Source: an optimization exercise on an open RTL-to-GDS flow (aim: small area). Production flows keep margins and buffers that such runs may drop.
In this exercise RTL edits were held to simulation tests only and were not proved equivalent to the original.
The clock port is modelled as an ideal driver; clocking choices that lean on that would not hold on a real chip.
Power is estimated from default activity; no workload was simulated.

// lath_rx
module lath_rx (
    input  wire        clk,
    input  wire        rst,           
    input  wire        in_valid,
    input  wire [9:0]  in_sym,        
    output reg         locked,
    output reg         code_err,      
    output reg         fold,          
    output reg         fold_det,      
    output reg         fr_sof,        
    output reg         fr_valid,      
    output wire [7:0]  fr_data,
    output reg         fr_end,        
    output reg  [1:0]  fr_status,     
    output reg         mk_valid,      
    output reg         mk_err,        
    output reg  [7:0]  mk_id,
    output reg  [23:0] mk_lead,
    output reg         mk_origin
);
export LEC_CHECK = 0
export CAP_MARGIN = 20
export CORE_MARGIN = 2
export CORE_UTILIZATION = 40
export CTS_BUF_LIST = sky130_fd_sc_hd__clkbuf_8
export SLEW_MARGIN = 20
create_clock -name core_clock -period 25.0 [get_ports {clk}]
run.sh (not shown) runs the stock make flow with config.mk's settings and CLKGATE_MAP_FILE= SYNTH_SCRIPT=/design/flow/synth_recipe.tcl, a recipe that flattens the netlist after the stock synthesis.
==> next run, changes <==
==> flow/flow/run.sh (new file) <==
#!/bin/bash
# Own layout flow: the standard synthesis, then an area-oriented re-mapping of
# the combinational logic only (registers, their names and cell types are kept
# exactly as the standard synthesis made them), then the standard layout steps
# with smaller port buffers.
set -euo pipefail
W=$PWD
R=$W/orfs/results/$FLOW_PLATFORM/lath_rx/base
LIB=$FLOW_HOME/platforms/$FLOW_PLATFORM/lib/sky130_fd_sc_hd__tt_025C_1v80.lib
YOSYS=${YOSYS_EXE:-$FLOW_HOME/../tools/install/yosys/bin/yosys}

# 1. standard synthesis, unchanged
bash standard.sh synth > $W/flow_synth_std.log 2>&1
cp $R/1_2_yosys.v $W/std_1_2_yosys.v

# 2. re-map the combinational cells for area
DU=""
for c in $(sed -n '/^export DONT_USE_CELLS/,/^#/p' $FLOW_HOME/platforms/$FLOW_PLATFORM/config.mk | tr -d '\\' | grep -o 'sky130_fd_sc_hd__[a-z0-9_]*'); do
  DU="$DU -dont_use $c"
done
cat > $W/resyn.ys <<EOF
read_liberty -ignore_miss_func $LIB
read_verilog $W/std_1_2_yosys.v
hierarchy -top $FLOW_TOP
blackbox sky130_fd_sc_hd__*df* sky130_fd_sc_hd__*dl* sky130_fd_sc_hd__conb_1
flatten
rename -hide w:*.*
opt_clean -purge
abc -liberty $LIB $DU -script $W/flow/area.abc
opt_clean -purge
hilomap -singleton -hicell sky130_fd_sc_hd__conb_1 HI -locell sky130_fd_sc_hd__conb_1 LO
insbuf -buf sky130_fd_sc_hd__buf_1 A X
opt_clean -purge
tee -o $W/resyn_stat.txt stat -liberty $LIB
write_verilog -noattr -noexpr -nohex -nodec $R/1_2_yosys.v
EOF
$YOSYS -s $W/resyn.ys > $W/flow_resyn.log 2>&1
rm -f $R/1_synth.odb $R/1_synth.sdc

# 3. the standard layout steps on the re-mapped netlist
bash standard.sh "BUFFER_PORTS_ARGS=-buffer_cell sky130_fd_sc_hd__buf_1" finish > $W/flow_finish.log 2>&1
==> flow/flow/area.abc (new file) <==
strash
&get -n
&deepsyn -T 120
&put
dch -f
amap
strash
dch -f
amap
==> flow/standard.sh (new file) <==
#!/bin/bash
# synth_recipe.tcl (not shown) runs the flow's synth.tcl, then flattens the netlist and writes it again
# the make line also repeats each setting of config.mk as NAME=value (left out here)
make -C /OpenROAD-flow-scripts/flow DESIGN_CONFIG=/design/flow/config.mk WORK_HOME=/design/flow/orfs CLKGATE_MAP_FILE= SYNTH_SCRIPT=/design/flow/synth_recipe.tcl "${@:-finish}"
removed: flow/run.sh
What happened: Setup slack improves by 0.52 ns; power went down by a quarter to a third; final area came out lower by about a fifth.
==> next run, changes <==
==> flow/flow/area.abc (replaced) <==
strash
dch
amap
Settings changed: CAP_MARGIN 20 to 0, SLEW_MARGIN 20 to 0.
Outcome: Wire length grows by a few percent. Non-clock buffer count grows by 2. First-iteration DRC count is unchanged. Cell count grows by a little under a tenth. Fmax shrinks by a few percent. Via count grows by a few percent. Sequential share of layout area shrinks by 1.9 points. Global-route usage shrinks by 0.73 points. Final area grows by a few percent. Clock power grows by a few percent. Setup slack degrades by 0.38 ns.


Another version of the RTL of lath_rx (not shown whole).
Size: roughly 730 cells after synthesis, about 65 I/O pins.
clock: 25.0 ns
lec_check: 0
cap_margin: 20
core_margin: 2
core_utilization: 75
gpl_timing_driven: 0
slew_margin: 20
standard.sh (not shown) runs the stock make flow with config.mk's settings and CLKGATE_MAP_FILE= SYNTH_SCRIPT=/design/flow/synth_recipe.tcl, a recipe that flattens the netlist after the stock synthesis.
==> flow/flow/run.sh <==
#!/bin/bash
# Own layout flow: the standard synthesis, then an area-oriented re-mapping of
# the combinational logic only (registers, their names and cell types are kept
# exactly as the standard synthesis made them), then the standard layout steps
# with smaller port buffers.
set -euo pipefail
W=$PWD
R=$W/orfs/results/$FLOW_PLATFORM/lath_rx/base
LIB=$FLOW_HOME/platforms/$FLOW_PLATFORM/lib/sky130_fd_sc_hd__tt_025C_1v80.lib
YOSYS=${YOSYS_EXE:-$FLOW_HOME/../tools/install/yosys/bin/yosys}

# 1. standard synthesis, unchanged
bash standard.sh synth > $W/flow_synth_std.log 2>&1
cp $R/1_2_yosys.v $W/std_1_2_yosys.v

# 2. re-map the combinational cells for area
DU=""
for c in $(sed -n '/^export DONT_USE_CELLS/,/^#/p' $FLOW_HOME/platforms/$FLOW_PLATFORM/config.mk | tr -d '\\' | grep -o 'sky130_fd_sc_hd__[a-z0-9_]*'); do
  DU="$DU -dont_use $c"
done
cat > $W/resyn.ys <<EOF
read_liberty -ignore_miss_func $LIB
read_verilog $W/std_1_2_yosys.v
hierarchy -top $FLOW_TOP
blackbox sky130_fd_sc_hd__*df* sky130_fd_sc_hd__*dl* sky130_fd_sc_hd__conb_1
flatten
rename -hide w:*.*
opt_clean -purge
abc -liberty $LIB $DU -script $W/flow/area.abc
opt_clean -purge
hilomap -singleton -hicell sky130_fd_sc_hd__conb_1 HI -locell sky130_fd_sc_hd__conb_1 LO
insbuf -buf sky130_fd_sc_hd__buf_1 A X
opt_clean -purge
tee -o $W/resyn_stat.txt stat -liberty $LIB
write_verilog -noattr -noexpr -nohex -nodec $R/1_2_yosys.v
EOF
$YOSYS -s $W/resyn.ys > $W/flow_resyn.log 2>&1
rm -f $R/1_synth.odb $R/1_synth.sdc

# 3. the standard layout steps on the re-mapped netlist, with buf_1 port
#    buffers and, before CTS, the flip-flops split by placement into groups of
#    about 16, each clocked by its own clkbuf_8 (flow/prects.tcl); CTS then
#    only buffers the clock net from the port to those group buffers
export PRE_CTS_TCL=$W/flow/prects.tcl
export CLK_GROUP=16
export CLK_GROUP_BUF=sky130_fd_sc_hd__clkbuf_8
bash standard.sh "BUFFER_PORTS_ARGS=-buffer_cell sky130_fd_sc_hd__buf_1" \
  "CTS_ARGS=-clk_nets clk -repair_clock_nets -dont_use_dummy_load -buf_list sky130_fd_sc_hd__clkbuf_4" \
  finish > $W/flow_finish.log 2>&1
==> flow/flow/area.abc <==
strash
&get -n
&deepsyn -T 900
&put
dch -f
amap
strash
dch -f
amap
Other scripts of this flow, unchanged in this note and not shown: flow/flow/prects.tcl
The baseline finished clean.
==> next run, changes <==
- CORE_UTILIZATION: 75 -> 65
What happened: Total power is about the same. Utilization went down by 13 points. First-iteration DRC count goes down by 40%. Design area hardly moves. Critical path depth went down by 5.
==> next run, changes <==
==> flow/flow/area.abc (replaced) <==
strash
&get -n
&deepsyn -T 240
&put
dch -f
amap
strash
dch -f
amap
- CORE_UTILIZATION: 65 -> 75
=> Total power hardly moves. Die area is lower by 13%. Worst setup slack loses 1.0 ns. Routed wire length is lower by 4.9%. Clock power is lower by 3.7%. Cell area is lower by 0.42%. Via count is higher by 4.6%. Register-to-register slack loses 1.3 ns. Clock skew is lower by 0.058 ns. Fmax is lower by 8.9%. Global-route usage is higher by 3.5 points.
==> next run, changes <==
- CORE_UTILIZATION: 75 -> 65
Effect:
- sequential power barely changes
- core utilization came out lower by 13 points
- cell area stays flat
- total power came out higher slightly
- hold slack gets worse by 0.0066 ns
- via count came out lower by a few percent
- wire length barely changes
- cell count came out higher slightly
- first-iteration DRC count came out lower by well over a third
- synthesized area stays the same
- combinational power came out lower by a few percent


Setup of v31:
Another version of the RTL of lath_rx (not shown whole).
Size in the first run: roughly 800 cells after synthesis, roughly 65 I/O pins.
==> flow/config.mk <==
export PLATFORM = sky130hd
export DESIGN_NAME = lath_rx
export DESIGN_NICKNAME = lath_rx
export VERILOG_FILES = /design/flow/design.v
export SDC_FILE = /design/flow/constraint.sdc
export NUM_CORES = 4
export LEC_CHECK = 0
export CAP_MARGIN = 20
export CORE_MARGIN = 2
export CORE_UTILIZATION = 40
export GPL_TIMING_DRIVEN = 0
export SLEW_MARGIN = 20
==> flow/constraint.sdc <==
create_clock -name core_clock -period 25.0 [get_ports {clk}]
set_input_delay 5.0000 -clock core_clock [delete_from_list [all_inputs] [get_ports {clk}]]
set_output_delay 5.0000 -clock core_clock [all_outputs]
set_load 0.01 [all_outputs]
Scripts as last shown in full above: flow/flow/run.sh
Other scripts of this flow, unchanged in this note and not shown: flow/flow/area.abc, flow/flow/prects.tcl
v31 closes out successfully: all stages finished, all timing, DRC and antenna checks passed.
The inputs of v35 differ from those of v31 as listed below.
# v31
export LEC_CHECK = 0
export CAP_MARGIN = 20
export CORE_MARGIN = 2
export CORE_UTILIZATION = 40
export GPL_TIMING_DRIVEN = 0
export SLEW_MARGIN = 20
create_clock -name core_clock -period 25.0 [get_ports {clk}]
# v35
export LEC_CHECK = 0
export CAP_MARGIN = 20
export CORE_MARGIN = 2
export CORE_UTILIZATION = 65
export GPL_TIMING_DRIVEN = 0
export SLEW_MARGIN = 20
create_clock -name core_clock -period 25.0 [get_ports {clk}]
### Flow results
v35 has more setup slack than v31.
v35 against v31: first-iteration DRC count +4, hold violation count in the final report ~0 delta, net switching component of the power -about 3%.
v31 -> v35: post-detailed-routing wire length decreased by a few percent
Maximum clock rate of v31 is on par with v35.

-- separate check: timing with driven ports --
The results above use ideal ports. As a check the final layouts listed here were re-extracted and re-timed, cells and wires unchanged.
Step 1 assumes that a clkbuf_16 drives the clock port and a buf_2 every other input.
Step 2, shift: input delay + t, output delay - t, t = (earliest + latest rising clock arrival at the registers) / 2. This alone moves slack from input paths to output paths.
Slacks: no drivers / after step 1 / after step 2; pairs: no drivers / after step 1.
| run | t (ns) | slack for setup (ns) | hold slack, ns | latest minus earliest clock arrival (ns) |
|---|---|---|---|---|
| the first run of note 1 | 0.479 | 14.691 / 14.713 / 14.234 | 0.485 / 0.485 / 0.485 | 0.015 / 0.014 |
| the second run of note 1 | 0.467 | 15.212 / 15.221 / 14.754 | 0.474 / 0.474 / 0.474 | 0.012 / 0.012 |
| the third run of note 1 | 0.476 | 14.831 / 14.846 / 14.370 | 0.457 / 0.457 / 0.457 | 0.014 / 0.014 |
| the first run of note 2 | 0.524 | 14.571 / 14.573 / 14.049 | 0.465 / 0.465 / 0.465 | 0.103 / 0.103 |
| the second run of note 2 | 0.520 | 14.554 / 14.554 / 14.034 | 0.483 / 0.483 / 0.483 | 0.099 / 0.100 |
| the third run of note 2 | 0.516 | 13.540 / 13.548 / 13.032 | 0.510 / 0.510 / 0.510 | 0.041 / 0.041 |
| the fourth run of note 2 | 0.538 | 13.636 / 13.646 / 13.108 | 0.503 / 0.503 / 0.503 | 0.069 / 0.068 |
| v31 | 0.551 | 13.927 / 13.941 / 13.389 | 0.499 / 0.499 / 0.499 | 0.051 / 0.051 |
| v35 | 0.534 | 13.950 / 13.961 / 13.427 | 0.503 / 0.503 / 0.503 | 0.046 / 0.046 |
After both steps every run listed still meets setup and hold. For v31, which loses most, drivers alone change the setup slack by +0.014 ns; drivers and shift together by -0.538 ns.
